Source: an optimization exercise on an open RTL-to-GDS flow (aim: small area, a short achievable clock period and few clock cycles). Production flows keep margins and buffers that such runs may drop. The RTL was checked by simulation tests, not by an equivalence proof against the original design. No activity file was given, so power comes from the tool's default toggle rates.

==> flow/run.sh <==
#!/bin/bash
# Standard layout, with smaller port buffers and a clock tree without dummy
# loads.  Each tool's output goes to a log file in this folder.
export BUFFER_PORTS_ARGS="-buffer_cell sky130_fd_sc_hd__buf_1"
export CTS_ARGS="-sink_clustering_enable -repair_clock_nets -dont_use_dummy_load -sink_clustering_size 20 -sink_clustering_max_diameter 100"
bash standard.sh > standard.log 2>&1
==> standard.sh <==
#!/bin/bash
# synth_recipe.tcl (not shown) runs the flow's synth.tcl, then flattens the netlist and writes it again
# the make line also repeats each setting of config.mk as NAME=value (left out here)
make -C /OpenROAD-flow-scripts/flow DESIGN_CONFIG=/design/flow/config.mk WORK_HOME=/design/flow/orfs CLKGATE_MAP_FILE= SYNTH_SCRIPT=/design/flow/synth_recipe.tcl "${@:-finish}"
==> config.mk <==
export PLATFORM = sky130hd
export DESIGN_NAME = glk_fec
export DESIGN_NICKNAME = glk_fec
export VERILOG_FILES = /design/flow/design.v
export SDC_FILE = /design/flow/constraint.sdc
export NUM_CORES = 4
export LEC_CHECK = 0
export CAP_MARGIN = 20
export CORE_MARGIN = 2
export CORE_UTILIZATION = 60
export SETUP_SLACK_MARGIN = 2.9
export SLEW_MARGIN = 40
==> constraint.sdc <==
create_clock -name core_clock -period 5.5 [get_ports {clk}]
set_input_delay 1.1000 -clock core_clock [delete_from_list [all_inputs] [get_ports {clk}]]
set_output_delay 1.1000 -clock core_clock [all_outputs]
set_load 0.01 [all_outputs]
==> design.v <==
module glk_scrambler (
    input  wire        clk,
    input  wire        step,       
    input  wire        load,       
    input  wire [57:0] seed,
    output wire [9:0]  ks          
);
    reg  [57:0] state;
    wire [57:0] cur = load ? seed : state;
    assign ks = cur[57:48] ^ cur[38:29];
    always @(posedge clk)
        if (step)
            state <= {cur[47:0], ks};
endmodule
module glk_scrambler_ld (
    input  wire        clk,
    input  wire        step,       
    input  wire        load,       
    input  wire [57:0] seed,
    output wire [9:0]  ks          
);
    reg  [57:0] state;
    assign ks = state[57:48] ^ state[38:29];
    always @(posedge clk)
        if (load)
            state <= seed;
        else if (step)
            state <= {state[47:0], ks};
endmodule
module glk_rs_enc (
    input  wire       clk,
    input  wire       msg,
    input  wire       shift,
    input  wire       msg_n,
    input  wire [9:0] din_n,
    output wire [9:0] par_top
);
    function [9:0] gf10_mul;
        input [9:0] a;
        input [9:0] b;
        reg   [19:0] p;
        integer i;
        begin
            p = 20'd0;
            for (i = 0; i < 10; i = i + 1)
                if (b[i])
                    p = p ^ ({10'd0, a} << i);
            for (i = 19; i >= 10; i = i - 1)
                if (p[i])
                    p = p ^ (20'h00409 << (i - 10));
            gf10_mul = p[9:0];
        end
    endfunction
    localparam [349:0] GEN = {
        10'h366, 10'h3fc, 10'h352, 10'h15b, 10'h23d, 10'h0d7, 10'h066,
        10'h0a7, 10'h308, 10'h27d, 10'h0e9, 10'h1cc, 10'h132, 10'h175,
        10'h0cc, 10'h20d, 10'h242, 10'h37e, 10'h3e3, 10'h2fd, 10'h382,
        10'h2fd, 10'h2e3, 10'h0af, 10'h3df, 10'h07e, 10'h036, 10'h2f3,
        10'h04c, 10'h00e, 10'h37d, 10'h34c, 10'h0a9, 10'h0bb, 10'h07b
    };
    reg  [349:0] par;                     
    reg  [9:0]   fb;                      
    reg  [349:0] nxt;
    assign par_top = par[349:340];
    integer i;
    always @(*) begin
        nxt[9:0] = gf10_mul(fb, GEN[9:0]);
        for (i = 1; i < 35; i = i + 1)
            nxt[10*i +: 10] = par[10*(i-1) +: 10] ^ gf10_mul(fb, GEN[10*i +: 10]);
    end
    always @(posedge clk) begin
        if (msg | shift)
            par <= nxt;
        fb <= (din_n ^ ((msg | shift) ? nxt[349:340] : par[349:340])) & {10{msg_n}};
    end
endmodule
module glk_rs_syn (
    input  wire         clk,
    input  wire         en,
    input  wire         first,
    input  wire [9:0]   din,
    output wire [349:0] syn,      
    output wire [9:0]   zero
);
    function [9:0] gf10_mul;
        input [9:0] a;
        input [9:0] b;
        reg   [19:0] p;
        integer i;
        begin
            p = 20'd0;
            for (i = 0; i < 10; i = i + 1)
                if (b[i])
                    p = p ^ ({10'd0, a} << i);
            for (i = 19; i >= 10; i = i - 1)
                if (p[i])
                    p = p ^ (20'h00409 << (i - 10));
            gf10_mul = p[9:0];
        end
    endfunction
    localparam [349:0] ROOT = {
        10'h0d1, 10'h26c, 10'h136, 10'h09b, 10'h249, 10'h320, 10'h190,
        10'h0c8, 10'h064, 10'h032, 10'h019, 10'h208, 10'h104, 10'h082,
        10'h041, 10'h224, 10'h112, 10'h089, 10'h240, 10'h120, 10'h090,
        10'h048, 10'h024, 10'h012, 10'h009, 10'h200, 10'h100, 10'h080,
        10'h040, 10'h020, 10'h010, 10'h008, 10'h004, 10'h002, 10'h001
    };
    reg  [349:0] s;
    reg  [349:0] t;                       
    reg  [349:0] nxt;
    assign syn = s;
    integer j;
    always @(*)
        for (j = 0; j < 35; j = j + 1) begin
            t[10*j +: 10]   = gf10_mul(s[10*j +: 10], ROOT[10*j +: 10]);
            nxt[10*j +: 10] = (t[10*j +: 10] & {10{~first}}) ^ din;
        end
    reg  [9:0] all1, all0;
    integer k;
    always @(*)
        for (k = 0; k < 10; k = k + 1) begin
            all1[k] = 1'b1;
            all0[k] = 1'b1;
            for (j = 0; j < 35; j = j + 1) begin
                all1[k] = all1[k] &  t[10*j + k];
                all0[k] = all0[k] & ~t[10*j + k];
            end
        end
    assign zero = (din & all1) | (~din & all0);
    always @(posedge clk)
        if (en)
            s <= nxt;
endmodule
module glk_fec (
    input  wire         clk,
    input  wire         rst,
    input  wire         tx_in_valid,
    output wire         tx_in_ready,
    input  wire [9:0]   tx_in_data,
    input  wire         tx_in_reseed,
    input  wire [57:0]  tx_seed,
    output reg          tx_out_valid,
    output reg  [9:0]   tx_out_data,
    input  wire         rx_in_valid,
    input  wire [9:0]   rx_in_data,
    input  wire         rx_in_reseed,
    input  wire [57:0]  rx_seed,
    output reg          rx_out_valid,
    output reg  [9:0]   rx_out_data,
    output reg          rx_done,
    output wire         rx_ok,
    output wire [349:0] rx_syn
);
    localparam [8:0] N_MSG  = 9'd325;
    localparam [8:0] N_LAST = 9'd359;
    reg  [8:0] tx_cnt;
    reg        tx_rdy;
    reg        tx_fl;
    wire       tx_acc   = tx_in_valid & tx_rdy;
    wire       tx_step  = tx_acc | ~tx_rdy;
    wire       tx_load  = tx_acc & tx_in_reseed & (tx_cnt == 9'd0) & ~rst;
    wire [8:0] tx_cnxt  = (tx_cnt == N_LAST) ? 9'd0 : tx_cnt + 9'd1;
    wire [9:0] tx_ks;
    assign tx_in_ready = tx_rdy;
    reg        tx_v1;                     
    reg        tx_p1;                     
    reg        tx_o1;                     
    reg  [9:0] tx_d1;
    wire [9:0] tx_ptop;
    glk_scrambler_ld u_tx_scr (
        .clk  (clk),
        .step (tx_v1 | tx_p1),
        .load (tx_load),
        .seed (tx_seed),
        .ks   (tx_ks)
    );
    glk_rs_enc u_enc (
        .clk     (clk),
        .msg     (tx_v1),
        .shift   (tx_p1),
        .msg_n   (tx_acc & ~rst),
        .din_n   (tx_in_data),
        .par_top (tx_ptop)
    );
    always @(posedge clk) begin
        if (rst) begin
            tx_cnt       <= N_MSG;
            tx_rdy       <= 1'b0;
            tx_fl        <= 1'b1;
            tx_v1        <= 1'b0;
            tx_p1        <= 1'b0;
            tx_o1        <= 1'b0;
            tx_out_valid <= 1'b0;
        end else begin
            if (tx_step) begin
                tx_cnt <= tx_cnxt;
                tx_rdy <= (tx_cnxt < N_MSG);
                if (tx_cnt == N_LAST)
                    tx_fl <= 1'b0;
            end
            tx_v1        <= tx_acc;
            tx_p1        <= ~tx_rdy;
            tx_o1        <= tx_step & ~tx_fl;
            tx_out_valid <= tx_o1;
        end
        tx_d1       <= tx_in_data;
        tx_out_data <= (tx_p1 ? tx_ptop : tx_d1) ^ tx_ks;
    end
    reg  [8:0] rx_cnt;
    reg  [9:0] rx_d1;
    reg        rx_v1, rx_f1, rx_l1;
    reg  [4:0] rx_okr;                    
    wire       rx_first = (rx_cnt == 9'd0);
    wire       rx_load  = rx_in_valid & rx_in_reseed & rx_first;
    wire [9:0] rx_ks;
    wire [9:0] rx_zero;
    glk_scrambler u_rx_scr (
        .clk  (clk),
        .step (rx_in_valid),
        .load (rx_load),
        .seed (rx_seed),
        .ks   (rx_ks)
    );
    glk_rs_syn u_syn (
        .clk   (clk),
        .en    (rx_v1),
        .first (rx_f1),
        .din   (rx_d1),
        .syn   (rx_syn),
        .zero  (rx_zero)
    );
    assign rx_ok = &rx_okr;
    always @(posedge clk) begin
        if (rst) begin
            rx_cnt       <= 9'd0;
            rx_out_valid <= 1'b0;
            rx_v1        <= 1'b0;
            rx_done      <= 1'b0;
        end else begin
            rx_out_valid <= rx_in_valid & (rx_cnt < N_MSG);
            rx_v1        <= rx_in_valid;
            rx_done      <= rx_v1 & rx_l1;
            if (rx_in_valid)
                rx_cnt <= (rx_cnt == N_LAST) ? 9'd0 : rx_cnt + 9'd1;
        end
        rx_f1       <= rx_first;
        rx_l1       <= (rx_cnt == N_LAST);
        rx_out_data <= rx_in_data ^ rx_ks;
        rx_d1       <= (rx_in_data ^ rx_ks) & {10{rx_in_valid}};
        rx_okr      <= rx_zero[9:5] & rx_zero[4:0];
    end
endmodule
==> tab_implementation.tex, run 1 <==
\begin{tabular}{lr}
\hline
Metric & Value \\
\hline
\multicolumn{2}{l}{\textbf{Timing}} \\
\quad Unrepaired setup endpoints after global routing & yes \\
\quad Accumulated negative setup slack & 0 ps \\
\quad Min Tclk post-route & 2660 ps \\
\quad Setup violations, final & 0 \\
\quad Max-slew violation count & 0 \\
\quad Highest clock frequency the design can meet & 376 MHz \\
\quad Final Skew & 39.4 ps \\
\quad Number of hold-slack violations in the final timing report & 0 \\
\quad Slew at the pin closest to its max-slew limit & 930 ps \\
\quad Setup slack of the critical path after layout & 2840 ps \\
\quad Final worst-path cycle share & 48.4\% \\
\quad Relative slew slack & 38.0\% \\
\multicolumn{2}{l}{\textbf{Clock tree}} \\
\quad Hold buffer count at cts & 0 \\
\quad Clk slew on worst S/H paths & 100 ps \\
\quad Count of clock tree sinks & 900 \\
\quad Buffer levels on the longest clock path & 3 \\
\quad Number of buffers created by CTS & 50 \\
\quad Clock root buffer master & clkbuf\_16 \\
\quad Worst-Skew Late Latency & 640 ps \\
\quad Clock tree from TritonCTS & built \\
\quad \# H-tree levels & 2 \\
\multicolumn{2}{l}{\textbf{Power}} \\
\quad Maximum vdd drop & 0.484 mV \\
\quad Overall Power & 28.1 mW \\
\quad Areal power density over the cells & 524 mW/mm2 \\
\quad Leakage power & 18.2 nW \\
\multicolumn{2}{l}{\textbf{Setup path}} \\
\quad Data arrival time of the critical path & 3200 ps \\
\quad Worst-path maximum fanout & 5 \\
\quad Worst-path cell chain & xnor2\_1, nand4\_1, or4\_1, or4\_1, a22oi\_1 \\
\quad Critical-path top delay cell & edfxtp\_1 \\
\quad Setup Crit Path Kind & flop to flop \\
\quad Kind of capture point of the worst setup path & flop \\
\quad Largest stage delay, worst path & 630 ps \\
\quad Most frequent CP cell & or4\_1 \\
\quad Kind of start point of the critical path & flop \\
\quad Critical path data required time & 6040 ps \\
\multicolumn{2}{l}{\textbf{Yosys}} \\
\quad Post-synthesis instance total & 3,643 \\
\quad Register bit count reported by yosys & 900 \\
\quad Post-synth EDFFs & 816 \\
\quad Syn Area/Cell & 13.1 um2 \\
\quad Async set-or-reset flop fraction in the synthesized netlist & 0\% \\
\quad Synthesized cell area & 0.0476 mm2 \\
\quad Sequential cell area fraction in the yosys report & 55.0\% \\
\quad Count of different cell masters after synthesis & 50 \\
\quad YS warnings & 5 \\
\quad Syn Nets & 3,789 \\
\quad Most used flip-flop cell after synthesis & edfxtp\_1 \\
\multicolumn{2}{l}{\textbf{Layout}} \\
\quad Share of cells above drive strength 1 & 9.85\% \\
\quad Net count, final & 4,331 \\
\quad Area growth syn-to-layout & 12.4\% \\
\quad Most frequent standard cell in the layout excluding fill and tap cells & xnor2\_1 \\
\quad Number of inserted diodes & 0 \\
\quad Fill cell count & 5,925 \\
\quad Post-layout util & 68.0\% \\
\quad Final standard cell area without fillers & 0.0535 mm2 \\
\quad Commonest cells after routing, fill and taps aside & 1,028 x xnor2\_1, 816 x edfxtp\_1, 530 x xor2\_1 \\
\multicolumn{2}{l}{\textbf{Hold path}} \\
\quad Worst hold path type & flop to flop \\
\multicolumn{2}{l}{\textbf{Drt}} \\
\quad Vias & 30.8k \\
\quad Number of vias per cell & 5.88 \\
\quad Number of design rule violations left after detail routing & 0 \\
\quad Number of iterations in the first detailed-routing pass & 5 \\
\quad Average routed wire per standard cell & 29.0 um \\
\quad Drt total wl & 152 mm \\
\quad Detailed router's first-iteration violation count & 3,912 \\
\quad Post-detailed-route count of antenna-violating nets & 0 \\
\multicolumn{2}{l}{\textbf{Run}} \\
\quad Max Cap Viol & 0 \\
\multicolumn{2}{l}{\textbf{Placed design}} \\
\quad Area of placed instances & 0.0511 mm2 \\
\quad Total half-perimeter wirelength after legalization and detailed placement & 110 mm \\
\quad Global placer's final weighted congestion & 0.999 \\
\quad Number of input and output port buffers inserted & 516 \\
\quad Worst slack after detailed placement & 1810 ps \\
\multicolumn{2}{l}{\textbf{Floorplan}} \\
\quad Starting utilization of the core area & 60.5\% \\
\quad Die footprint & 0.0816 mm2 \\
\quad Top-Level Pins & 517 \\
\quad Die height & 286 um \\
\quad Row count & 103 \\
\quad Chip width & 286 um \\
\quad Placeable Area & 0.0787 mm2 \\
\multicolumn{2}{l}{\textbf{GRT}} \\
\quad Global-route wire length before repair & 212 mm \\
\quad Number of antenna violations at the first check in global routing & 1 \\
\quad Global route overflow & 0 \\
\quad Overall track demand over capacity in global routing & 36.5\% \\
\quad Via count of the first global-routing pass & 29.4k \\
\quad Largest net degree at the start of global routing & 157 \\
\multicolumn{2}{l}{\textbf{Status}} \\
\quad Outcome & complete, no violations \\
\hline
\end{tabular}
==> final cells by class <==
| class | count | area (um2) | area share, % |
|---|---|---|---|
| multi-input cells | 2597 | 21700 | 40.5 |
| clock buffers | 50 | 1250 | 2.34 |
| flip-flops and latches | 900 | 26200 | 49.0 |
| well taps | 1050 | 1310 | 2.45 |
| repair buffers | 630 | 3010 | 5.63 |
| inverters | 6 | 48.8 | 0.0912 |
==> critical path: cells and delay by family, from the launching register on <==
kind	cells	cell delay, ps
AO/OA/AOI/OAI	1	170
flip-flops	1	630
XOR/XNOR	1	500
AND/OR/NAND/NOR	3	1280
==> through the flow <==
step | cells | hold WS, ps
after CTS | 5212 | 427
after global routing | 5233 | 449
after detailed placement | 5144 | 415
final | 5233 | 424
after global placement | 5143 | 408
after floorplan | 3643 | 398
==> where the power goes <==
part	switching (mW)	leakage [nW]	total (mW)	internal (mW)
Sequential	1.48	8.53	12.3	10.8
Combinational	6.92	9.07	11.9	5.02
Clock	2.20	0.616	3.82	1.62
Total	10.6	18.2	28.1	17.5
==> synthesized netlist by cell type (all sizes together) (6+ instances only) <==
cell type	count	area share, %
nor3	41	0.43
buf	71	0.74
mux2	96	2.3
nor2b	6	0.079
xnor2	1076	20
or3	12	0.16
clkbuf	73	0.58
xnor3	20	0.95
a21oi	19	0.20
nor4	66	0.87
xor2	578	11
o21ai	6	0.063
edfxtp	816	51
nand2b	125	1.6
mux2i	30	0.63
inv	6	0.047
or4	17	0.27
dfxtp	84	3.5
nor2	286	2.3
nand4	86	1.1
nand2	43	0.34
and2	11	0.14
and3	7	0.092
nand3	32	0.34
==> sequential cells by signal, indices dropped and copies added, names as in the netlist, 5 cells and up <==
| signal | cells |
|---|---|
| rx_cnt | 9 |
| u_tx_scr.state | 58 |
| rx_d1 | 10 |
| rx_out_data | 10 |
| u_enc.par | 350 |
| u_rx_scr.state | 58 |
| rx_okr | 5 |
| tx_cnt | 9 |
| tx_d1 | 10 |
| tx_out_data | 10 |
| u_syn.s | 350 |
| u_enc.fb | 10 |
==> path summary, 6_finish.rpt <==
path / startpoint / end / slack [ps] / depth (start not counted)
hold reg to reg: tx_fl / tx_o1 / 420 / 1
setup reg to reg: u_syn.s[93] / rx_okr[0] / 2840 / 5
setup / recovery: u_syn.s[93] / rx_okr[0] / 2840 / 5
hold / removal: tx_fl / tx_o1 / 420 / 1
==> cell families after synthesis <==
logic type      synth area share (%)
compound gates                 0.604
xor+xnor                        32.1
fa+ha+maj                      0.105
mux                             2.90
flops                           55.0
simple gates                    7.94
buf+inv                         1.36
==> layer usage <==
| layer | global-route usage, % | part of all wire [%] |
|---|---|---|
| met1 | 47.7 | 37 |
| met3 | 4.94 | 8.7 |
| met2 | 60.4 | 48 |
| met5 | 0 | 0.0086 |
| met4 | 18.0 | 6.0 |
==> what timing repair did <==
| action | CTS | global route |
|---|---|---|
| endpoints found under the setup margin | 617 | 191 |
| resized for setup | 84 | 39 |
| gates cloned | 3 | 1 |
| buffers inserted | 15 | 18 |
| pin swaps | 9 | 7 |
Testbench counts, summed over its fixed seeds: cycles 46,376.
==> run 2, diff against run 1 <==
--- a/config.mk
+++ b/config.mk
@@ -8,5 +8,5 @@
 export CAP_MARGIN = 20
 export CORE_MARGIN = 2
 export CORE_UTILIZATION = 60
-export SETUP_SLACK_MARGIN = 2.9
+export SETUP_SLACK_MARGIN = 3.1
 export SLEW_MARGIN = 40
==> run 2 against run 1 <==
  * Clock-buffer cell count is the same
  * Maximum frequency grew 4.0%
  * Non-clock buffer count grew 361
  * Register-to-register slack gained 100 ps
  * Sequential share of layout area shrank 4.1 points
  * Synthesized cell count is the same
  * First-iteration DRC count shrank 0.38%
  * Final cell count grew 6.9%
  * Highest routed layer unchanged
==> tab_implementation.tex, run 2 <==
\begin{tabular}{lr}
\hline
Metric & Value \\
\hline
\multicolumn{2}{l}{\textbf{Clock tree}} \\
\quad Number of buffers created by CTS & 50 \\
\quad Worst-Skew Late Latency & 650 ps \\
\quad \# H-tree levels & 2 \\
\quad Clk slew on worst S/H paths & 90 ps \\
\quad Clock root buffer master & clkbuf\_16 \\
\quad Buffer levels on the longest clock path & 3 \\
\quad Clock tree from TritonCTS & built \\
\quad Hold buffer count at cts & 0 \\
\quad Count of clock tree sinks & 900 \\
\multicolumn{2}{l}{\textbf{Setup path}} \\
\quad Data arrival time of the critical path & 3080 ps \\
\quad Launch point of the worst reg-to-reg path & u\_syn.s[161] \\
\quad Endpoint of the worst-slack reg-to-reg timing path & rx\_okr[2] \\
\quad Setup Crit Path Kind & flop to flop \\
\quad FF-to-FF setup slack & 2940 ps \\
\quad Kind of capture point of the worst setup path & flop \\
\quad Critical path data required time & 6020 ps \\
\quad Worst-path maximum fanout & 3 \\
\quad Kind of start point of the critical path & flop \\
\quad Worst Reg2Reg Path Length in Cells & 7 \\
\multicolumn{2}{l}{\textbf{Timing}} \\
\quad Accumulated negative setup slack & 0 ps \\
\quad Highest clock frequency the design can meet & 391 MHz \\
\quad Min Hold Slack & 421 ps \\
\quad Unrepaired setup endpoints after global routing & yes \\
\quad Final worst-path cycle share & 46.5\% \\
\quad Slew at the pin closest to its max-slew limit & 913 ps \\
\quad Final Skew & 59.0 ps \\
\quad Number of hold-slack violations in the final timing report & 0 \\
\quad Max-slew violation count & 0 \\
\quad Relative slew slack & 38.7\% \\
\quad Min Tclk post-route & 2560 ps \\
\quad Setup slack of the critical path after layout & 2940 ps \\
\quad Setup violations, final & 0 \\
\multicolumn{2}{l}{\textbf{Placed design}} \\
\quad Dpl cells & 5,148 \\
\quad Total half-perimeter wirelength after legalization and detailed placement & 112 mm \\
\quad Worst slack after detailed placement & 1990 ps \\
\quad Number of input and output port buffers inserted & 516 \\
\quad Global placer's final weighted congestion & 0.990 \\
\quad Area of placed instances & 0.0512 mm2 \\
\multicolumn{2}{l}{\textbf{Floorplan}} \\
\quad Die footprint & 0.0816 mm2 \\
\quad Top-Level Pins & 517 \\
\quad Chip width & 286 um \\
\quad Row count & 103 \\
\quad Starting utilization of the core area & 60.5\% \\
\quad Die height & 286 um \\
\quad Placeable Area & 0.0787 mm2 \\
\multicolumn{2}{l}{\textbf{Power}} \\
\quad Overall Power & 29.4 mW \\
\quad Internal cell power & 18.2 mW \\
\quad Areal power density over the cells & 503 mW/mm2 \\
\quad Sequential cell fraction of total power & 41.5\% \\
\quad Net switching share of the total power & 38.1\% \\
\quad Leakage power & 21.1 nW \\
\quad Maximum vdd drop & 0.490 mV \\
\quad Clk network pwr share & 13.1\% \\
\quad Switching component of the power & 11.2 mW \\
\quad Proportion of power drawn by combinational gates & 45.5\% \\
\multicolumn{2}{l}{\textbf{Yosys}} \\
\quad YS warnings & 5 \\
\quad Async set-or-reset flop fraction in the synthesized netlist & 0\% \\
\quad Xor and xnor fraction of the mapped netlist area & 32.1\% \\
\quad Complex-gate fraction of the synthesized area & 0.604\% \\
\quad Adder and majority gate portion of the synthesized area & 0.105\% \\
\quad Biggest area contributors in the synthesized netlist & edfxtp\_1 51\%, xnor2\_1 20\%, xor2\_1 10\%, dfxtp\_1 3.5\%, mux2\_2 2.3\% \\
\quad Post-synthesis instance total & 3,643 \\
\quad Syn Nets & 3,789 \\
\quad Synthesized-area fraction occupied by and/or/nand/nor cells & 7.94\% \\
\quad Most frequently used cell type in the post-synthesis netlist & xnor2\_1 \\
\quad Register bit count reported by yosys & 900 \\
\quad Post-synth top area cell & edfxtp\_1 \\
\quad Post-synth top cells & 1,060 x xnor2\_1, 816 x edfxtp\_1, 558 x xor2\_1 \\
\quad Syn Area/Cell & 13.1 um2 \\
\quad Dominant combinational cell family by area after synthesis & XOR/XNOR gates \\
\quad Post-synth EDFFs & 816 \\
\quad Share of cell area taken by muxes after synthesis & 2.90\% \\
\quad Sequential cell area fraction in the yosys report & 55.0\% \\
\quad Top cell type's share of synthesized area & 51.5\% \\
\quad Most used flip-flop cell after synthesis & edfxtp\_1 \\
\quad Count of different cell masters after synthesis & 50 \\
\quad Synthesized cell area & 0.0476 mm2 \\
\multicolumn{2}{l}{\textbf{Run}} \\
\quad Max Cap Viol & 0 \\
\multicolumn{2}{l}{\textbf{GRT}} \\
\quad Largest net degree at the start of global routing & 195 \\
\quad Overall track demand over capacity in global routing & 38.2\% \\
\quad Global route overflow & 0 \\
\quad Global-route wire length before repair & 222 mm \\
\quad Via count of the first global-routing pass & 30.9k \\
\quad Number of antenna violations at the first check in global routing & 3 \\
\multicolumn{2}{l}{\textbf{Drt}} \\
\quad Average routed wire per standard cell & 28.9 um \\
\quad Drt total wl & 162 mm \\
\quad Number of vias per cell & 5.87 \\
\quad Vias & 32.8k \\
\quad Detailed router's first-iteration violation count & 3,897 \\
\quad Number of iterations in the first detailed-routing pass & 8 \\
\quad Post-detailed-route count of antenna-violating nets & 0 \\
\quad Number of design rule violations left after detail routing & 0 \\
\multicolumn{2}{l}{\textbf{Hold path}} \\
\quad Worst hold path type & flop to flop \\
\quad Hold-critical path endpoint & tx\_o1 \\
\quad Critical hold path startpoint & tx\_fl \\
\quad Cells on Worst Hold Path & 1 \\
\multicolumn{2}{l}{\textbf{Layout}} \\
\quad Commonest cells after routing, fill and taps aside & 958 x xnor2\_1, 816 x edfxtp\_1, 507 x xor2\_1 \\
\quad Final standard cell area without fillers & 0.0584 mm2 \\
\quad Final cell count without fillers & 5,593 \\
\quad Sequential cell area in the final layout & 0.0262 mm2 \\
\quad Net count, final & 4,691 \\
\quad Footprint of the multi-input gates & 0.0230 mm2 \\
\quad Post-layout util & 74.2\% \\
\quad Largest registers ranked by flip-flop count & u\_enc.par (350), u\_syn.s (350) \\
\quad Share of cells above drive strength 1 & 23.3\% \\
\quad Fill cell count & 5,375 \\
\quad Most frequent standard cell in the layout excluding fill and tap cells & xnor2\_1 \\
\quad Area growth syn-to-layout & 22.7\% \\
\quad Number of inserted diodes & 0 \\
\multicolumn{2}{l}{\textbf{Status}} \\
\quad Outcome & complete, no violations \\
\hline
\end{tabular}
run 2: cell counts after synthesis:
Identical to the previous run, type by type.
run 2: cell type report:
class                      instances  share of cell area [%]
inverter                           6                  0.0836
sequential                       900                    44.9
tap                             1050                    2.25
clock buffer                      50                    2.14
timing repair buffer             991                    11.2
multi-input combinational       2595                    39.4
timing repair inverter             1                  0.0150
run 2: critical path: stages, from the launching register on:
cell	delay, ps
edfxtp_1	560
buf_4	210
xnor2_1	260
nand2_1	110
nor3_2	220
nand4_1	320
or4_1	580
a22oi_2	180
run 2: power groups by stage:
stage               sequential, mW  combinational (mW)  clock, mW
floorplan                     12.0                7.95          0
global placement              12.4                11.3          0
detailed placement            12.4                11.5          0
CTS                           12.2                12.6       3.86
global route                  12.3                14.0       4.05
finish                        12.2                13.4       3.84
run 2: cell families after synthesis:
logic type,Yosys count
xor gates and xnor gates,1674
DFF,900
and+or+nand+nor,743
buffers and inverters,150
muxes,126
AOI/OAI and AO/OA,46
adders and majority gates,4
run 2: how the worst max path moves through the flow:
stage	startpoint	end	depth (start not counted)
after global placement	u_enc.fb[1]	u_enc.par[339]	7
final	u_syn.s[161]	rx_okr[2]	7
after detailed placement	rx_in_valid	rx_d1[3]	6
after floorplan	rx_v1	u_syn.s[0]	0
after CTS	u_syn.s[83]	rx_syn[83]	1
after global routing	u_syn.s[18]	rx_okr[4]	7
run 2: per-layer routing:
metal | track usage [%] | share of wire [%] | wire, um
met1 | 48.7 | 36 | 58000
met2 | 62.6 | 48 | 77100
met3 | 6.63 | 9.6 | 15400
met4 | 20.8 | 6.8 | 11000
met5 | 0 | 0.0031 | 5
run 2: repair_timing:
action | 4_1_cts | 5_1_grt
buffers inserted | 275 | 114
cloned | 3 | 1
resized for setup | 373 | 247
endpoints found under the setup margin | 800 | 311
pin swaps | 34 | 50
==> run 3, diff against run 2 <==
--- a/config.mk
+++ b/config.mk
@@ -7,6 +7,7 @@
 export LEC_CHECK = 0
 export CAP_MARGIN = 20
 export CORE_MARGIN = 2
-export CORE_UTILIZATION = 60
+export CORE_UTILIZATION = 40
+export GPL_TIMING_DRIVEN = 0
 export SETUP_SLACK_MARGIN = 3.1
 export SLEW_MARGIN = 40
==> run 3 against run 2 <==
  * Final cell count grew 11%
  * Register-to-register slack lost 40 ps
  * Via count grew 2.7%
  * Non-clock buffer count grew 154
  * Still clean
  * Critical path type unchanged
==> tab_implementation.tex, run 3 <==
\begin{tabular}{lr}
\hline
Metric & Value \\
\hline
\multicolumn{2}{l}{\textbf{Setup path}} \\
\quad Data arrival time of the critical path & 3160 ps \\
\quad Worst-path maximum fanout & 4 \\
\quad Setup Crit Path Kind & flop to flop \\
\quad Kind of capture point of the worst setup path & flop \\
\quad Kind of start point of the critical path & flop \\
\quad Critical path data required time & 6060 ps \\
\multicolumn{2}{l}{\textbf{Floorplan}} \\
\quad Top-Level Pins & 517 \\
\quad Chip width & 349 um \\
\quad Row count & 126 \\
\quad Die footprint & 0.122 mm2 \\
\quad Die height & 349 um \\
\quad Placeable Area & 0.118 mm2 \\
\quad Starting utilization of the core area & 40.3\% \\
\multicolumn{2}{l}{\textbf{GRT}} \\
\quad Largest net degree at the start of global routing & 97 \\
\quad Global route overflow & 0 \\
\quad Overall track demand over capacity in global routing & 28.6\% \\
\quad Via count of the first global-routing pass & 32.0k \\
\quad Global-route wire length before repair & 245 mm \\
\quad Number of antenna violations at the first check in global routing & 4 \\
\multicolumn{2}{l}{\textbf{Power}} \\
\quad Overall Power & 29.9 mW \\
\quad Areal power density over the cells & 495 mW/mm2 \\
\quad Maximum vdd drop & 0.340 mV \\
\quad Leakage power & 22.0 nW \\
\multicolumn{2}{l}{\textbf{Timing}} \\
\quad Final worst-path cycle share & 47.3\% \\
\quad Max-slew violation count & 0 \\
\quad Setup violations, final & 0 \\
\quad Setup slack of the critical path after layout & 2900 ps \\
\quad Number of hold-slack violations in the final timing report & 0 \\
\quad Accumulated negative setup slack & 0 ps \\
\quad Final Skew & 42.0 ps \\
\quad Slew at the pin closest to its max-slew limit & 979 ps \\
\quad Relative slew slack & 34.2\% \\
\quad Unrepaired setup endpoints after global routing & yes \\
\quad Min Hold Slack & 417 ps \\
\quad Min Tclk post-route & 2600 ps \\
\quad Highest clock frequency the design can meet & 384 MHz \\
\multicolumn{2}{l}{\textbf{Layout}} \\
\quad Most frequent standard cell in the layout excluding fill and tap cells & xnor2\_1 \\
\quad Final cell count without fillers & 6,233 \\
\quad Largest registers ranked by flip-flop count & u\_enc.par (350), u\_syn.s (350) \\
\quad Post-layout util & 51.1\% \\
\quad Commonest cells after routing, fill and taps aside & 944 x xnor2\_1, 816 x edfxtp\_1, 508 x xor2\_1 \\
\quad Share of cells above drive strength 1 & 24.9\% \\
\quad Footprint of the multi-input gates & 0.0232 mm2 \\
\quad Fill cell count & 10.4k \\
\quad Area growth syn-to-layout & 26.6\% \\
\quad Sequential cell area in the final layout & 0.0262 mm2 \\
\quad Net count, final & 4,843 \\
\quad Final standard cell area without fillers & 0.0603 mm2 \\
\multicolumn{2}{l}{\textbf{Yosys}} \\
\quad Syn Nets & 3,789 \\
\quad Post-synth top cells & 1,060 x xnor2\_1, 816 x edfxtp\_1, 558 x xor2\_1 \\
\quad Async set-or-reset flop fraction in the synthesized netlist & 0\% \\
\quad Register bit count reported by yosys & 900 \\
\quad Top cell type's share of synthesized area & 51.5\% \\
\quad Post-synth EDFFs & 816 \\
\quad Syn Area/Cell & 13.1 um2 \\
\quad Post-synthesis instance total & 3,643 \\
\quad Count of different cell masters after synthesis & 50 \\
\quad Biggest area contributors in the synthesized netlist & edfxtp\_1 51\%, xnor2\_1 20\%, xor2\_1 10\%, dfxtp\_1 3.5\%, mux2\_2 2.3\% \\
\quad Most frequently used cell type in the post-synthesis netlist & xnor2\_1 \\
\quad Sequential cell area fraction in the yosys report & 55.0\% \\
\quad YS warnings & 5 \\
\quad Synthesized cell area & 0.0476 mm2 \\
\quad Most used flip-flop cell after synthesis & edfxtp\_1 \\
\quad Post-synth top area cell & edfxtp\_1 \\
\multicolumn{2}{l}{\textbf{Placed design}} \\
\quad Dpl cells & 5,715 \\
\quad Area of placed instances & 0.0525 mm2 \\
\quad Number of input and output port buffers inserted & 516 \\
\quad Worst slack after detailed placement & 2190 ps \\
\quad Global placer's final weighted congestion & 0.991 \\
\quad Total half-perimeter wirelength after legalization and detailed placement & 131 mm \\
\multicolumn{2}{l}{\textbf{Drt}} \\
\quad Drt total wl & 181 mm \\
\quad Top routing layer in use & met5 \\
\quad DRT met1 WL & 68.0 mm \\
\quad Vias & 33.7k \\
\quad Number of iterations in the first detailed-routing pass & 5 \\
\quad Detailed-routed wire length on met3 & 16.1 mm \\
\quad Average routed wire per standard cell & 29.0 um \\
\quad Detailed router's first-iteration violation count & 4,024 \\
\quad Number of vias per cell & 5.41 \\
\quad Number of design rule violations left after detail routing & 0 \\
\quad Met2 routed WL & 85.7 mm \\
\quad Post-detailed-route count of antenna-violating nets & 0 \\
\multicolumn{2}{l}{\textbf{Run}} \\
\quad Max Cap Viol & 0 \\
\multicolumn{2}{l}{\textbf{Clock tree}} \\
\quad \# H-tree levels & 2 \\
\quad Number of buffers created by CTS & 51 \\
\quad Clock tree from TritonCTS & built \\
\quad Clk slew on worst S/H paths & 100 ps \\
\quad Clock root buffer master & clkbuf\_16 \\
\quad Buffer levels on the longest clock path & 3 \\
\quad Count of clock tree sinks & 900 \\
\quad Worst-Skew Late Latency & 670 ps \\
\quad Hold buffer count at cts & 0 \\
\multicolumn{2}{l}{\textbf{Hold path}} \\
\quad Worst hold path type & flop to flop \\
\multicolumn{2}{l}{\textbf{Status}} \\
\quad Outcome & complete, no violations \\
\hline
\end{tabular}
run 3: cell counts after synthesis:
Identical to the previous run, type by type.
run 3: routing by layer:
metal,vias up,global-route usage (%)
li1,14500,-
met5,-,0
met1,16900,36.0
met2,1891,47.3
met3,443,4.73
met4,6,14.8
run 3: cells by family after synthesis:
group	after synthesis	synth area share [%]
and+or+nand+nor	743	7.94
muxes	126	2.90
buffers and inverters	150	1.36
xor gates and xnor gates	1674	32.1
adders and majority gates	4	0.105
AOI/OAI and AO/OA	46	0.604
DFF	900	55.0
run 3: what timing repair did:
item                                     CTS  global route
setup buffers                            338           120
gates cloned                               5             2
pin swaps                                 41            32
gates resized for setup                  385           235
endpoints found under the setup margin  1041           357
run 3: worst paths after layout:
check	startpoint	cells past startpoint	end	slack [ps]
worst max-delay path	u_syn.s[39]	6	rx_okr[0]	2900
worst min-delay path	rx_l1	2	rx_done	420
worst max register to register	u_syn.s[39]	6	rx_okr[0]	2900
worst min register to register	rx_l1	2	rx_done	420
run 3: where the power goes:
part	total, mW	switching, mW	internal, mW
clock network	3.97	2.32	1.65
logic	13.9	7.95	5.95
registers	12.0	1.18	10.8
run 3: cell type report:
type	count	share of cell area (%)
buffer	144	1.60
multi-input combinational	2593	38.5
inverter	6	0.0374
sequential	900	43.5
tap	1536	3.19
antenna	2	0.00830
clock buffer	51	2.12
timing repair buffer	1001	11.1
run 3: worst max-delay path: stages (launching register included):
cell,delay [ps]
edfxtp_1,570
buf_4,220
xnor2_1,420
nand4_1,120
or4_1,480
or4_1,500
a22oi_1,180
==> run 4, diff against run 3 <==
--- a/config.mk
+++ b/config.mk
@@ -9,5 +9,5 @@
 export CORE_MARGIN = 2
 export CORE_UTILIZATION = 40
 export GPL_TIMING_DRIVEN = 0
-export SETUP_SLACK_MARGIN = 3.1
+export SETUP_SLACK_MARGIN = 2.9
 export SLEW_MARGIN = 40
==> run 4 against run 3 <==
  * Die area is the same
  * Clock power about the same
  * Power fell by 3.7%
  * Utilization is 4.1 points lower
  * First-iteration DRC count decreased by 0.82%
  * Global-route usage is 0.90 points lower
  * Sequential share of layout area up 3.8 points
  * Combinational power shrank 9%
  * Non-clock buffer count is 399 lower
  * Flip-flop and latch count did not move
  * Area after synthesis stayed put
  * Synthesized cell count did not move
==> tab_implementation.tex, run 4 <==
\begin{tabular}{lr}
\hline
Metric & Value \\
\hline
\multicolumn{2}{l}{\textbf{Placed design}} \\
\quad Worst slack after detailed placement & 1750 ps \\
\quad Total half-perimeter wirelength after legalization and detailed placement & 132 mm \\
\quad Dpl cells & 5,716 \\
\quad Number of input and output port buffers inserted & 516 \\
\quad Area of placed instances & 0.0525 mm2 \\
\quad Global placer's final weighted congestion & 1.00 \\
\multicolumn{2}{l}{\textbf{GRT}} \\
\quad Global-route wire length before repair & 236 mm \\
\quad Via count of the first global-routing pass & 30.5k \\
\quad Largest net degree at the start of global routing & 105 \\
\quad Global route overflow & 0 \\
\quad Overall track demand over capacity in global routing & 27.7\% \\
\quad Number of antenna violations at the first check in global routing & 5 \\
\multicolumn{2}{l}{\textbf{Layout}} \\
\quad Share of cells above drive strength 1 & 11.3\% \\
\quad Largest registers ranked by flip-flop count & u\_enc.par (350), u\_syn.s (350) \\
\quad Final standard cell area without fillers & 0.0554 mm2 \\
\quad Commonest cells after routing, fill and taps aside & 1,004 x xnor2\_1, 816 x edfxtp\_1, 530 x xor2\_1 \\
\quad Final cell count without fillers & 5,835 \\
\quad Net count, final & 4,444 \\
\quad Fill cell count & 10.7k \\
\quad Area growth syn-to-layout & 16.3\% \\
\quad Most frequent standard cell in the layout excluding fill and tap cells & xnor2\_1 \\
\multicolumn{2}{l}{\textbf{Setup path}} \\
\quad Launch point of the worst reg-to-reg path & u\_syn.s[68] \\
\quad Critical path data required time & 6090 ps \\
\quad Setup Crit Path Kind & flop to flop \\
\quad Worst-path maximum fanout & 3 \\
\quad Kind of capture point of the worst setup path & flop \\
\quad Data arrival time of the critical path & 3280 ps \\
\quad Launching element of the worst setup path & u\_syn.s[68] \\
\quad Kind of start point of the critical path & flop \\
\multicolumn{2}{l}{\textbf{Drt}} \\
\quad Number of vias per cell & 5.44 \\
\quad Number of iterations in the first detailed-routing pass & 6 \\
\quad Vias & 31.7k \\
\quad Detailed router's first-iteration violation count & 3,991 \\
\quad Post-detailed-route count of antenna-violating nets & 0 \\
\quad Drt total wl & 174 mm \\
\quad Number of design rule violations left after detail routing & 0 \\
\quad Average routed wire per standard cell & 29.9 um \\
\multicolumn{2}{l}{\textbf{Timing}} \\
\quad Slew at the pin closest to its max-slew limit & 976 ps \\
\quad Unrepaired setup endpoints after global routing & yes \\
\quad Number of hold-slack violations in the final timing report & 0 \\
\quad Max-slew violation count & 0 \\
\quad Min Tclk post-route & 2680 ps \\
\quad Setup slack of the critical path after layout & 2820 ps \\
\quad Highest clock frequency the design can meet & 373 MHz \\
\quad Accumulated negative setup slack & 0 ps \\
\quad Relative slew slack & 34.4\% \\
\quad Setup violations, final & 0 \\
\quad Min Hold Slack & 422 ps \\
\quad Final worst-path cycle share & 48.8\% \\
\quad Final Skew & 43.3 ps \\
\multicolumn{2}{l}{\textbf{Yosys}} \\
\quad Count of different cell masters after synthesis & 50 \\
\quad Top cell type's share of synthesized area & 51.5\% \\
\quad YS warnings & 5 \\
\quad Post-synth EDFFs & 816 \\
\quad Syn Area/Cell & 13.1 um2 \\
\quad Syn Nets & 3,789 \\
\quad Post-synth top area cell & edfxtp\_1 \\
\quad Post-synth top cells & 1,060 x xnor2\_1, 816 x edfxtp\_1, 558 x xor2\_1 \\
\quad Most frequently used cell type in the post-synthesis netlist & xnor2\_1 \\
\quad Sequential cell area fraction in the yosys report & 55.0\% \\
\quad Register bit count reported by yosys & 900 \\
\quad Async set-or-reset flop fraction in the synthesized netlist & 0\% \\
\quad Post-synthesis instance total & 3,643 \\
\quad Most used flip-flop cell after synthesis & edfxtp\_1 \\
\quad Synthesized cell area & 0.0476 mm2 \\
\quad Biggest area contributors in the synthesized netlist & edfxtp\_1 51\%, xnor2\_1 20\%, xor2\_1 10\%, dfxtp\_1 3.5\%, mux2\_2 2.3\% \\
\multicolumn{2}{l}{\textbf{Power}} \\
\quad Areal power density over the cells & 519 mW/mm2 \\
\quad Leakage power & 18.8 nW \\
\quad Maximum vdd drop & 0.294 mV \\
\multicolumn{2}{l}{\textbf{Floorplan}} \\
\quad Row count & 126 \\
\quad Die height & 349 um \\
\quad Chip width & 349 um \\
\quad Starting utilization of the core area & 40.3\% \\
\quad Top-Level Pins & 517 \\
\quad Placeable Area & 0.118 mm2 \\
\quad Die footprint & 0.122 mm2 \\
\multicolumn{2}{l}{\textbf{Clock tree}} \\
\quad \# H-tree levels & 2 \\
\quad Clk slew on worst S/H paths & 90 ps \\
\quad Number of buffers created by CTS & 51 \\
\quad Clock tree from TritonCTS & built \\
\quad Worst-Skew Late Latency & 670 ps \\
\quad Hold buffer count at cts & 0 \\
\quad Clock root buffer master & clkbuf\_16 \\
\quad Count of clock tree sinks & 900 \\
\quad Buffer levels on the longest clock path & 3 \\
\multicolumn{2}{l}{\textbf{Run}} \\
\quad Max Cap Viol & 0 \\
\multicolumn{2}{l}{\textbf{Status}} \\
\quad Outcome & complete, no violations \\
\multicolumn{2}{l}{\textbf{Hold path}} \\
\quad Critical hold path startpoint & tx\_fl \\
\quad Worst hold path type & flop to flop \\
\hline
\end{tabular}
run 4: cell counts after synthesis:
Identical to the previous run, type by type.
run 4: area by class of cell:
class,count,area (um2),area share (%)
flip-flops and latches,900,26200,47.3
repair buffers,602,3000,5.41
plain buffers,144,848,1.53
diodes,3,7.51,0.0136
multi-input cells,2593,22100,39.9
inverters,6,22.5,0.0407
clock buffers,51,1280,2.30
well taps,1536,1920,3.47
run 4: report_power, final:
group	internal [mW]	leakage (nW)	total [mW]	switching (mW)
Combinational	5.17	9.69	12.7	7.49
Sequential	10.8	8.53	12.1	1.30
Clock	1.65	0.628	3.98	2.33
Total	17.6	18.8	28.7	11.1
run 4: final timing paths:
kind,endpoint,slack [ps],cells past startpoint
setup / recovery,rx_okr[2],2820,6
hold / removal,tx_o1,420,1
setup reg to reg,rx_okr[2],2820,6
hold reg to reg,tx_o1,420,1
run 4: routing by layer:
layer  vias to the layer above  wire length, um  global-route usage (%)
met5                         -               31                       0
met4                         4             9090                    12.6
met3                       365            14400                    4.06
met2                      1631            83400                    46.4
met1                     16100            67300                    35.4
li1                      13700                -                       -
run 4: kinds of logic after synthesis:
family / count (synthesis) / synth area share (%)
AND/OR/NAND/NOR: 743 / 7.94
adder cells (fa/ha/maj): 4 / 0.105
AO/OA/AOI/OAI: 46 / 0.604
multiplexers: 126 / 2.90
flip-flops: 900 / 55.0
buffers and inverters: 150 / 1.36
XOR/XNOR: 1674 / 32.1
run 4: critical path, stage by stage (launching register included):
cell,delay [ps]
edfxtp_1,510
xnor2_1,510
nand3_1,330
nor4_1,270
nand4_1,270
or4_1,540
a22oi_1,170
run 4: per-stage QoR:
stage / total power [mW] / utilization [%]
CTS: 28.5 / 46.4
floorplan: 19.9 / -
detailed placement: 24.2 / 44.4
global placement: 23.8 / 43.6
finish: 28.7 / 46.9
global route: 29.8 / 46.9
run 4: what timing repair did:
action | CTS | global route
gates resized for setup | 113 | 53
buffers inserted | 35 | 28
gates cloned | 2 | 0
endpoints found under the hold margin | 0 | 0
endpoints found under the setup margin | 403 | 91
pin swaps | 15 | 16
==> run 5, diff against run 4 <==
--- a/config.mk
+++ b/config.mk
@@ -8,6 +8,6 @@
 export CAP_MARGIN = 20
 export CORE_MARGIN = 2
 export CORE_UTILIZATION = 40
-export GPL_TIMING_DRIVEN = 0
 export SETUP_SLACK_MARGIN = 2.9
 export SLEW_MARGIN = 40
+export TNS_END_PERCENT = 20
==> run 5 against run 4 <==
  * Combinational power fell by 5%
  * Worst setup slack got worse by 56 ps
  * Flip-flop and latch count did not move
  * Clock power barely moved
  * Non-clock buffer count fell by 97
  * Maximum frequency fell by 2.0%
  * Critical path depth fell by 1
  * Critical endpoint is now rx_okr[0]
  * Largest power group is now sequential cells
==> tab_implementation.tex, run 5 <==
\begin{tabular}{lr}
\hline
Metric & Value \\
\hline
\multicolumn{2}{l}{\textbf{Drt}} \\
\quad Number of vias per cell & 5.33 \\
\quad Vias & 30.6k \\
\quad Post-detailed-route count of antenna-violating nets & 0 \\
\quad Number of iterations in the first detailed-routing pass & 6 \\
\quad Detailed router's first-iteration violation count & 3,435 \\
\quad Number of design rule violations left after detail routing & 0 \\
\quad Average routed wire per standard cell & 28.4 um \\
\quad Drt total wl & 163 mm \\
\multicolumn{2}{l}{\textbf{Floorplan}} \\
\quad Starting utilization of the core area & 40.3\% \\
\quad Die height & 349 um \\
\quad Chip width & 349 um \\
\quad Top-Level Pins & 517 \\
\quad Row count & 126 \\
\quad Die footprint & 0.122 mm2 \\
\quad Placeable Area & 0.118 mm2 \\
\multicolumn{2}{l}{\textbf{Power}} \\
\quad Maximum vdd drop & 0.463 mV \\
\quad Proportion of power drawn by combinational gates & 42.6\% \\
\quad Sequential cell fraction of total power & 43.3\% \\
\quad Net switching share of the total power & 38.2\% \\
\quad Internal cell power & 17.5 mW \\
\quad Switching component of the power & 10.8 mW \\
\quad Areal power density over the cells & 524 mW/mm2 \\
\quad Leakage power & 18.3 nW \\
\quad Clk network pwr share & 14.1\% \\
\multicolumn{2}{l}{\textbf{GRT}} \\
\quad Largest net degree at the start of global routing & 136 \\
\quad Global route overflow & 0 \\
\quad Number of antenna violations at the first check in global routing & 5 \\
\quad Overall track demand over capacity in global routing & 26.0\% \\
\quad Via count of the first global-routing pass & 29.5k \\
\quad Global-route wire length before repair & 225 mm \\
\multicolumn{2}{l}{\textbf{Timing}} \\
\quad Relative slew slack & 32.0\% \\
\quad Max-slew violation count & 0 \\
\quad Accumulated negative setup slack & 0 ps \\
\quad Highest clock frequency the design can meet & 365 MHz \\
\quad Final worst-path cycle share & 49.8\% \\
\quad Min Tclk post-route & 2740 ps \\
\quad Unrepaired setup endpoints after global routing & yes \\
\quad Number of hold-slack violations in the final timing report & 0 \\
\quad Setup violations, final & 0 \\
\quad Slew at the pin closest to its max-slew limit & 1010 ps \\
\quad Final Skew & 73.1 ps \\
\quad Min Hold Slack & 429 ps \\
\multicolumn{2}{l}{\textbf{Yosys}} \\
\quad Sequential cell area fraction in the yosys report & 55.0\% \\
\quad Register bit count reported by yosys & 900 \\
\quad Post-synthesis instance total & 3,643 \\
\quad Synthesized cell area & 0.0476 mm2 \\
\quad Top cell type's share of synthesized area & 51.5\% \\
\quad Most used flip-flop cell after synthesis & edfxtp\_1 \\
\quad Async set-or-reset flop fraction in the synthesized netlist & 0\% \\
\quad Syn Nets & 3,789 \\
\quad Post-synth top area cell & edfxtp\_1 \\
\quad Most frequently used cell type in the post-synthesis netlist & xnor2\_1 \\
\quad YS warnings & 5 \\
\quad Post-synth EDFFs & 816 \\
\quad Post-synth top cells & 1,060 x xnor2\_1, 816 x edfxtp\_1, 558 x xor2\_1 \\
\quad Biggest area contributors in the synthesized netlist & edfxtp\_1 51\%, xnor2\_1 20\%, xor2\_1 10\%, dfxtp\_1 3.5\%, mux2\_2 2.3\% \\
\quad Count of different cell masters after synthesis & 50 \\
\quad Syn Area/Cell & 13.1 um2 \\
\multicolumn{2}{l}{\textbf{Hold path}} \\
\quad Worst hold path type & flop to flop \\
\quad Hold-critical path endpoint & tx\_o1 \\
\quad Cells on Worst Hold Path & 1 \\
\quad Critical hold path startpoint & tx\_fl \\
\multicolumn{2}{l}{\textbf{Setup path}} \\
\quad Kind of capture point of the worst setup path & flop \\
\quad FF-to-FF setup slack & 2760 ps \\
\quad Kind of start point of the critical path & flop \\
\quad Worst Reg2Reg Path Length in Cells & 5 \\
\quad Critical path data required time & 6070 ps \\
\quad Setup Crit Path Kind & flop to flop \\
\quad Launch point of the worst reg-to-reg path & u\_syn.s[145] \\
\quad Data arrival time of the critical path & 3310 ps \\
\quad Worst-path maximum fanout & 4 \\
\quad Endpoint of the worst-slack reg-to-reg timing path & rx\_okr[0] \\
\multicolumn{2}{l}{\textbf{Placed design}} \\
\quad Number of input and output port buffers inserted & 516 \\
\quad Global placer's final weighted congestion & 0.982 \\
\quad Total half-perimeter wirelength after legalization and detailed placement & 120 mm \\
\multicolumn{2}{l}{\textbf{Clock tree}} \\
\quad Clock root buffer master & clkbuf\_16 \\
\quad Hold buffer count at cts & 0 \\
\quad Clk slew on worst S/H paths & 90 ps \\
\quad Buffer levels on the longest clock path & 3 \\
\quad Clock tree from TritonCTS & built \\
\quad Count of clock tree sinks & 900 \\
\quad Worst-Skew Late Latency & 690 ps \\
\quad \# H-tree levels & 2 \\
\quad Number of buffers created by CTS & 52 \\
\multicolumn{2}{l}{\textbf{Layout}} \\
\quad Net count, final & 4,350 \\
\quad Share of cells above drive strength 1 & 9.45\% \\
\quad Area growth syn-to-layout & 13.7\% \\
\quad Most frequent standard cell in the layout excluding fill and tap cells & xnor2\_1 \\
\quad Commonest cells after routing, fill and taps aside & 1,042 x xnor2\_1, 816 x edfxtp\_1, 543 x xor2\_1 \\
\quad Largest registers ranked by flip-flop count & u\_enc.par (350), u\_syn.s (350) \\
\multicolumn{2}{l}{\textbf{Run}} \\
\quad Max Cap Viol & 0 \\
\multicolumn{2}{l}{\textbf{Status}} \\
\quad Outcome & complete, no violations \\
\hline
\end{tabular}
[run 5: worst max path at each step]
stage	start	end	slack, ps
2_1_floorplan	rx_v1	u_syn.s[0]	2410
3_3_place_gp	rst	u_tx_scr.state[15]	1930
3_5_place_dp	rst	u_tx_scr.state[13]	1860
4_1_cts	tx_p1	u_enc.par[128]	2670
5_1_grt	u_syn.s[301]	rx_okr[2]	2690
6_report	u_syn.s[145]	rx_okr[0]	2760
[run 5: cell type report]
type	count	area, um2
timing repair buffer	649	3270
sequential	900	26200
tap	1536	1920
clock buffer	52	1300
inverter	6	48.8
multi-input combinational	2595	21400
antenna	2	5.00
fill	10800	63900
[run 5: metal layers]
metal  global-route usage (%)  vias to the layer above  part of all wire (%)
met5                        0                        -                 0.020
met4                     10.8                        6                   4.5
met3                     3.39                      270                   7.3
met2                     43.8                     1433                    48
met1                     33.7                    15400                    40
li1                         -                    13500                     -
[run 5: worst max-delay path, cell delays in order, from the launching register on]
cell      delay (ps)
edfxtp_1         480
xnor2_1          580
nand4_1          220
or4_1            640
or4_1            500
a22oi_1          180
[run 5: cell families (layout without fill, tap and decap cells)]
logic type | count (synthesis) | after routing | share of synthesized area [%]
AO/OA/AOI/OAI | 46 | 46 | 0.604
XOR/XNOR | 1674 | 1674 | 32.1
adder cells (fa/ha/maj) | 4 | 4 | 0.105
buffers and inverters | 150 | 707 | 1.36
flip-flops | 900 | 900 | 55.0
multiplexers | 126 | 126 | 2.90
other | 0 | 2 | 0
AND/OR/NAND/NOR | 743 | 745 | 7.94
[run 5: power by group through the flow]
stage	Clock [mW]	Sequential [mW]	Combinational (mW)
floorplan	0	12.0	7.94
global placement	0	12.4	11.5
detailed placement	0	12.4	11.7
CTS	4.08	12.3	12.0
global route	4.27	12.5	12.8
finish	4.00	12.3	12.1
[run 5: stage by stage]
step | setup slack [ps] | power, mW | cells | utilization (%) | instance area, um2
after floorplan | 2410 | 19.9 | 3643 | - | 47600
after global placement | 1930 | 23.9 | 5652 | 43.9 | 51800
after detailed placement | 1860 | 24.1 | 5657 | 44.1 | 52000
after CTS | 2670 | 28.3 | 5735 | 45.7 | 53900
after global routing | 2690 | 29.5 | 5739 | 45.9 | 54100
final | 2760 | 28.4 | 5740 | 45.9 | 54100
[run 5: timing repair]
| action | 4_1_cts | 5_1_grt |
|---|---|---|
| setup buffers | 22 | 3 |
| pin swaps | 8 | 1 |
| cloned | 4 | 0 |
| endpoints found under the setup margin | 492 | 340 |
| gates resized for setup | 46 | 24 |
==> run 6, diff against run 5 <==
--- a/config.mk
+++ b/config.mk
@@ -8,6 +8,6 @@
 export CAP_MARGIN = 20
 export CORE_MARGIN = 2
 export CORE_UTILIZATION = 40
-export SETUP_SLACK_MARGIN = 2.9
+export SETUP_SLACK_MARGIN = 3.1
 export SLEW_MARGIN = 40
 export TNS_END_PERCENT = 20
==> run 6 against run 5 <==
  * Still clean
  * Clock-buffer cell count unchanged
  * Routed wire length up 2.0%
  * First-iteration DRC count up 6.8%
  * Utilization up 2.7 points
  * Global-route usage up 0.17 points
  * Maximum frequency up 5.1%
  * Sequential power about the same
  * Combinational power up 7%
  * Via count up 3.4%
  * Critical endpoint is now rx_syn[183]
==> tab_implementation.tex, run 6 <==
\begin{tabular}{lr}
\hline
Metric & Value \\
\hline
\multicolumn{2}{l}{\textbf{Yosys}} \\
\quad Biggest area contributors in the synthesized netlist & edfxtp\_1 51\%, xnor2\_1 20\%, xor2\_1 10\%, dfxtp\_1 3.5\%, mux2\_2 2.3\% \\
\quad YS warnings & 5 \\
\quad Top cell type's share of synthesized area & 51.5\% \\
\quad Sequential cell area fraction in the yosys report & 55.0\% \\
\quad Post-synth top area cell & edfxtp\_1 \\
\quad Syn Nets & 3,789 \\
\quad Async set-or-reset flop fraction in the synthesized netlist & 0\% \\
\quad Post-synthesis instance total & 3,643 \\
\quad Syn Area/Cell & 13.1 um2 \\
\quad Post-synth top cells & 1,060 x xnor2\_1, 816 x edfxtp\_1, 558 x xor2\_1 \\
\quad Most used flip-flop cell after synthesis & edfxtp\_1 \\
\quad Register bit count reported by yosys & 900 \\
\quad Count of different cell masters after synthesis & 50 \\
\quad Post-synth EDFFs & 816 \\
\quad Synthesized cell area & 0.0476 mm2 \\
\quad Most frequently used cell type in the post-synthesis netlist & xnor2\_1 \\
\multicolumn{2}{l}{\textbf{Timing}} \\
\quad Highest clock frequency the design can meet & 384 MHz \\
\quad Min Tclk post-route & 2600 ps \\
\quad Unrepaired setup endpoints after global routing & yes \\
\quad Max-slew violation count & 0 \\
\quad Setup slack of the critical path after layout & 2900 ps \\
\quad Final Skew & 70.1 ps \\
\quad Relative slew slack & 33.0\% \\
\quad Final worst-path cycle share & 47.4\% \\
\quad Slew at the pin closest to its max-slew limit & 998 ps \\
\quad Number of hold-slack violations in the final timing report & 0 \\
\quad Min Hold Slack & 429 ps \\
\quad Setup violations, final & 0 \\
\quad Accumulated negative setup slack & 0 ps \\
\multicolumn{2}{l}{\textbf{Floorplan}} \\
\quad Placeable Area & 0.118 mm2 \\
\quad Top-Level Pins & 517 \\
\quad Die height & 349 um \\
\quad Starting utilization of the core area & 40.3\% \\
\quad Die footprint & 0.122 mm2 \\
\quad Chip width & 349 um \\
\quad Row count & 126 \\
\multicolumn{2}{l}{\textbf{Setup path}} \\
\quad Worst Reg2Reg Path Length in Cells & 6 \\
\quad Setup Crit Path Kind & flop to primary output \\
\quad Critical path data required time & 4400 ps \\
\quad Data arrival time of the critical path & 1500 ps \\
\quad Kind of capture point of the worst setup path & primary output \\
\quad Launch point of the worst reg-to-reg path & u\_syn.s[143] \\
\quad Kind of start point of the critical path & flop \\
\quad Endpoint of the worst-slack reg-to-reg timing path & rx\_okr[2] \\
\quad FF-to-FF setup slack & 2950 ps \\
\quad Worst-path maximum fanout & 3 \\
\multicolumn{2}{l}{\textbf{Placed design}} \\
\quad Global placer's final weighted congestion & 0.982 \\
\quad Worst slack after detailed placement & 1860 ps \\
\quad Dpl cells & 5,657 \\
\quad Number of input and output port buffers inserted & 516 \\
\quad Total half-perimeter wirelength after legalization and detailed placement & 120 mm \\
\multicolumn{2}{l}{\textbf{Drt}} \\
\quad Number of design rule violations left after detail routing & 0 \\
\quad Average routed wire per standard cell & 28.0 um \\
\quad Number of iterations in the first detailed-routing pass & 5 \\
\quad Number of vias per cell & 5.34 \\
\quad Post-detailed-route count of antenna-violating nets & 0 \\
\quad Vias & 31.6k \\
\quad Drt total wl & 166 mm \\
\quad Detailed router's first-iteration violation count & 3,667 \\
\multicolumn{2}{l}{\textbf{Hold path}} \\
\quad Worst hold path type & flop to flop \\
\quad Cells on Worst Hold Path & 1 \\
\quad Hold-critical path endpoint & tx\_o1 \\
\quad Critical hold path startpoint & tx\_fl \\
\multicolumn{2}{l}{\textbf{Layout}} \\
\quad Commonest cells after routing, fill and taps aside & 984 x xnor2\_1, 816 x edfxtp\_1, 512 x xor2\_1 \\
\quad Most frequent standard cell in the layout excluding fill and tap cells & xnor2\_1 \\
\quad Share of cells above drive strength 1 & 17.7\% \\
\quad Final cell count without fillers & 5,929 \\
\quad Area growth syn-to-layout & 20.4\% \\
\quad Net count, final & 4,539 \\
\quad Largest registers ranked by flip-flop count & u\_enc.par (350), u\_syn.s (350) \\
\multicolumn{2}{l}{\textbf{Clock tree}} \\
\quad Hold buffer count at cts & 0 \\
\quad Clock root buffer master & clkbuf\_16 \\
\quad Number of buffers created by CTS & 52 \\
\quad Clk slew on worst S/H paths & 90 ps \\
\quad Clock tree from TritonCTS & built \\
\quad \# H-tree levels & 2 \\
\quad Worst-Skew Late Latency & 690 ps \\
\quad Count of clock tree sinks & 900 \\
\quad Buffer levels on the longest clock path & 3 \\
\multicolumn{2}{l}{\textbf{GRT}} \\
\quad Via count of the first global-routing pass & 29.6k \\
\quad Global-route wire length before repair & 226 mm \\
\quad Number of antenna violations at the first check in global routing & 8 \\
\quad Overall track demand over capacity in global routing & 26.1\% \\
\quad Largest net degree at the start of global routing & 136 \\
\quad Global route overflow & 0 \\
\multicolumn{2}{l}{\textbf{Status}} \\
\quad Outcome & complete, no violations \\
\multicolumn{2}{l}{\textbf{Power}} \\
\quad Areal power density over the cells & 509 mW/mm2 \\
\quad Maximum vdd drop & 0.463 mV \\
\quad Overall Power & 29.2 mW \\
\quad Leakage power & 19.9 nW \\
\multicolumn{2}{l}{\textbf{Run}} \\
\quad Max Cap Viol & 0 \\
\hline
\end{tabular}
run 6: cell counts after synthesis:
Identical to the previous run, type by type.
run 6: worst max-delay path, stage by stage (launching register included):
cell and delay, ps:
edfxtp_1 510, buf_4 190, buf_1 120
run 6: where the power goes:
part	internal [mW]	total, mW	leakage (nW)	switching, mW
sequential	10.8	12.3	8.54	1.48
combinational	5.54	12.9	10.8	7.34
clock	1.68	4.00	0.641	2.32
run 6: cells by family after synthesis:
| family | synth area share, % |
|---|---|
| muxes | 2.90 |
| buffers and inverters | 1.36 |
| DFF | 55.0 |
| xor gates and xnor gates | 32.1 |
| adders and majority gates | 0.105 |
| AOI/OAI and AO/OA | 0.604 |
| and+or+nand+nor | 7.94 |
run 6: area by class of cell:
class | count | area, um2
well taps | 1536 | 1920
repair inverters | 1 | 8.76
flip-flops and latches | 900 | 26200
multi-input cells | 2595 | 22600
repair buffers | 837 | 5150
clock buffers | 52 | 1300
diodes | 2 | 5.00
fillers | 10600 | 60800
inverters | 6 | 51.3
run 6: worst max path at each step:
stage	cells past startpoint	to	startpoint	slack, ps
2_1_floorplan	0	u_syn.s[0]	rx_v1	2410
3_3_place_gp	7	u_tx_scr.state[15]	rst	1930
3_5_place_dp	7	u_tx_scr.state[13]	rst	1860
4_1_cts	5	rx_okr[0]	u_syn.s[145]	2840
5_1_grt	2	rx_syn[183]	u_syn.s[183]	2850
6_report	2	rx_syn[183]	u_syn.s[183]	2900
run 6: layer usage:
| metal | vias up | GRT usage (%) | routed length [um] |
|---|---|---|---|
| met5 | - | 0 | 45 |
| met4 | 8 | 10.6 | 7550 |
| met2 | 1514 | 44.0 | 80600 |
| met1 | 16000 | 34.0 | 65700 |
| met3 | 287 | 3.43 | 12400 |
| li1 | 13800 | - | - |
run 6: through the flow:
| step | instance area (um2) | util, % |
|---|---|---|
| after floorplan | 47600 | - |
| after global placement | 51800 | 43.9 |
| after detailed placement | 52000 | 44.1 |
| after CTS | 54600 | 46.3 |
| after global routing | 57300 | 48.5 |
| final | 57300 | 48.5 |
run 6: timing repair:
| action | CTS | global route |
|---|---|---|
| endpoints found under the setup margin | 950 | 692 |
| gates cloned | 6 | 0 |
| resized for setup | 146 | 337 |
| setup buffers | 33 | 179 |
| pin swaps | 14 | 40 |
==> run 7, diff against run 6 <==
--- a/config.mk
+++ b/config.mk
@@ -8,6 +8,5 @@
 export CAP_MARGIN = 20
 export CORE_MARGIN = 2
 export CORE_UTILIZATION = 40
-export SETUP_SLACK_MARGIN = 3.1
+export SETUP_SLACK_MARGIN = 2.9
 export SLEW_MARGIN = 40
-export TNS_END_PERCENT = 20
==> run 7 against run 6 <==
  * Clock skew is 14 ps lower
  * Register-to-register slack got worse by 90 ps
  * Worst setup slack got worse by 31 ps
  * Highest routed layer unchanged
  * Maximum frequency is 1.2% lower
  * Power is 2.1% lower
  * Design area shrank 4.5%
  * Final cell count down 3.0%
  * Sequential share of layout area up 2.1 points
==> tab_implementation.tex, run 7 <==
\begin{tabular}{lr}
\hline
Metric & Value \\
\hline
\multicolumn{2}{l}{\textbf{Status}} \\
\quad Outcome & complete, no violations \\
\multicolumn{2}{l}{\textbf{Placed design}} \\
\quad Number of input and output port buffers inserted & 516 \\
\quad Total half-perimeter wirelength after legalization and detailed placement & 118 mm \\
\multicolumn{2}{l}{\textbf{Run}} \\
\quad Max Cap Viol & 0 \\
\multicolumn{2}{l}{\textbf{Drt}} \\
\quad Drt total wl & 162 mm \\
\quad Number of vias per cell & 5.33 \\
\quad Vias & 30.7k \\
\quad Post-detailed-route count of antenna-violating nets & 0 \\
\quad Number of design rule violations left after detail routing & 0 \\
\quad Number of iterations in the first detailed-routing pass & 7 \\
\multicolumn{2}{l}{\textbf{Clock tree}} \\
\quad \# H-tree levels & 2 \\
\quad Clock root buffer master & clkbuf\_16 \\
\quad Clk slew on worst S/H paths & 90 ps \\
\multicolumn{2}{l}{\textbf{Layout}} \\
\quad Commonest cells after routing, fill and taps aside & 1,022 x xnor2\_1, 816 x edfxtp\_1, 535 x xor2\_1 \\
\multicolumn{2}{l}{\textbf{Setup path}} \\
\quad Largest stage delay, worst path & 590 ps \\
\quad Critical-path top delay cell & xnor2\_1 \\
\quad Worst Reg2Reg Path Length in Cells & 6 \\
\quad Setup Crit Path Kind & flop to flop \\
\quad Worst-path cell chain & xnor2\_1, nand4\_1, nor4\_1, nand4\_1, or4\_1, a22oi\_1 \\
\quad Kind of start point of the critical path & flop \\
\multicolumn{2}{l}{\textbf{Yosys}} \\
\quad Syn Nets & 3,789 \\
\quad YS warnings & 5 \\
\multicolumn{2}{l}{\textbf{Timing}} \\
\quad Max-slew violation count & 0 \\
\quad Unrepaired setup endpoints after global routing & yes \\
\quad Accumulated negative setup slack & 0 ps \\
\quad Final Skew & 55.8 ps \\
\quad Slew at the pin closest to its max-slew limit & 942 ps \\
\quad Relative slew slack & 37.2\% \\
\multicolumn{2}{l}{\textbf{Power}} \\
\quad Areal power density over the cells & 522 mW/mm2 \\
\quad Maximum vdd drop & 0.288 mV \\
\multicolumn{2}{l}{\textbf{Floorplan}} \\
\quad Top-Level Pins & 517 \\
\quad Chip width & 349 um \\
\multicolumn{2}{l}{\textbf{GRT}} \\
\quad Largest net degree at the start of global routing & 178 \\
\multicolumn{2}{l}{\textbf{Hold path}} \\
\quad Worst hold path type & flop to flop \\
\hline
\end{tabular}
-- run 7: cells by family (layout without fill, tap and decap cells) --
family	Yosys count	in the layout	share of synthesized area (%)
muxes	126	126	2.90
xor gates and xnor gates	1674	1674	32.1
buffers and inverters	150	722	1.36
DFF	900	900	55.0
adders and majority gates	4	4	0.105
AOI/OAI and AO/OA	46	46	0.604
and+or+nand+nor	743	746	7.94
-- run 7: timing repair --
| action | 4_1_cts | 5_1_grt |
|---|---|---|
| setup endpoints to repair | 612 | 110 |
| hold buffers | 0 | 0 |
| setup buffers | 26 | 24 |
| gates resized for setup | 96 | 44 |
| gates cloned | 5 | 0 |
| pin swaps | 10 | 10 |
-- run 7: critical path, delay by kind of cell (launching register included) --
| family | cells | cell delay, ps |
|---|---|---|
| xor+xnor | 1 | 590 |
| compound gates | 1 | 170 |
| simple gates | 4 | 1310 |
| flops | 1 | 490 |
-- run 7: area by class of cell --
cell class / count / area [um2] / area share, %
multi-input combinational: 2596 / 21800 / 39.9
clock buffer: 51 / 1280 / 2.33
sequential: 900 / 26200 / 47.9
tap: 1536 / 1920 / 3.51
inverter: 6 / 48.8 / 0.0892
timing repair buffer: 665 / 3440 / 6.29
-- run 7: path summary, 6_finish.rpt --
| check | startpoint | endpoint | slack (ps) |
|---|---|---|---|
| setup reg to reg | u_syn.s[189] | rx_okr[2] | 2860 |
| hold / removal | tx_fl | tx_o1 | 430 |
| setup / recovery | u_syn.s[189] | rx_okr[2] | 2860 |
| hold reg to reg | tx_fl | tx_o1 | 430 |
-- run 7: power by group --
group	switching, mW	total (mW)	internal [mW]
sequential	1.49	12.3	10.8
clock	2.31	3.96	1.65
combinational	7.09	12.3	5.20
total	10.9	28.6	17.7
-- run 7: routing by layer --
layer / routed length, um / global-route usage, %
met1: 64900 / 33.7
met2: 76600 / 42.7
met3: 11900 / 3.64
met4: 8430 / 11.5
met5: 27 / 0
-- run 7: metrics by stage --
step / setup WS (ps) / util (%) / total power, mW / std cells / hold WS (ps)
2_1_floorplan: 2410 / - / 19.9 / 3643 / 398
3_3_place_gp: 1540 / 43.8 / 23.8 / 5643 / 410
3_5_place_dp: 1970 / 44.0 / 24.1 / 5647 / 419
4_1_cts: 2810 / 45.9 / 28.3 / 5729 / 433
5_1_grt: 2840 / 46.3 / 29.7 / 5754 / 455
6_report: 2860 / 46.3 / 28.6 / 5754 / 434

Check on run 7: ideal ports give 2.864 ns setup slack; a clkbuf_16 on the clock port and buf_2 on the inputs give 2.851 ns; moving port delays by the midpoint clock arrival (0.727 ns) as well gives 2.496 ns.
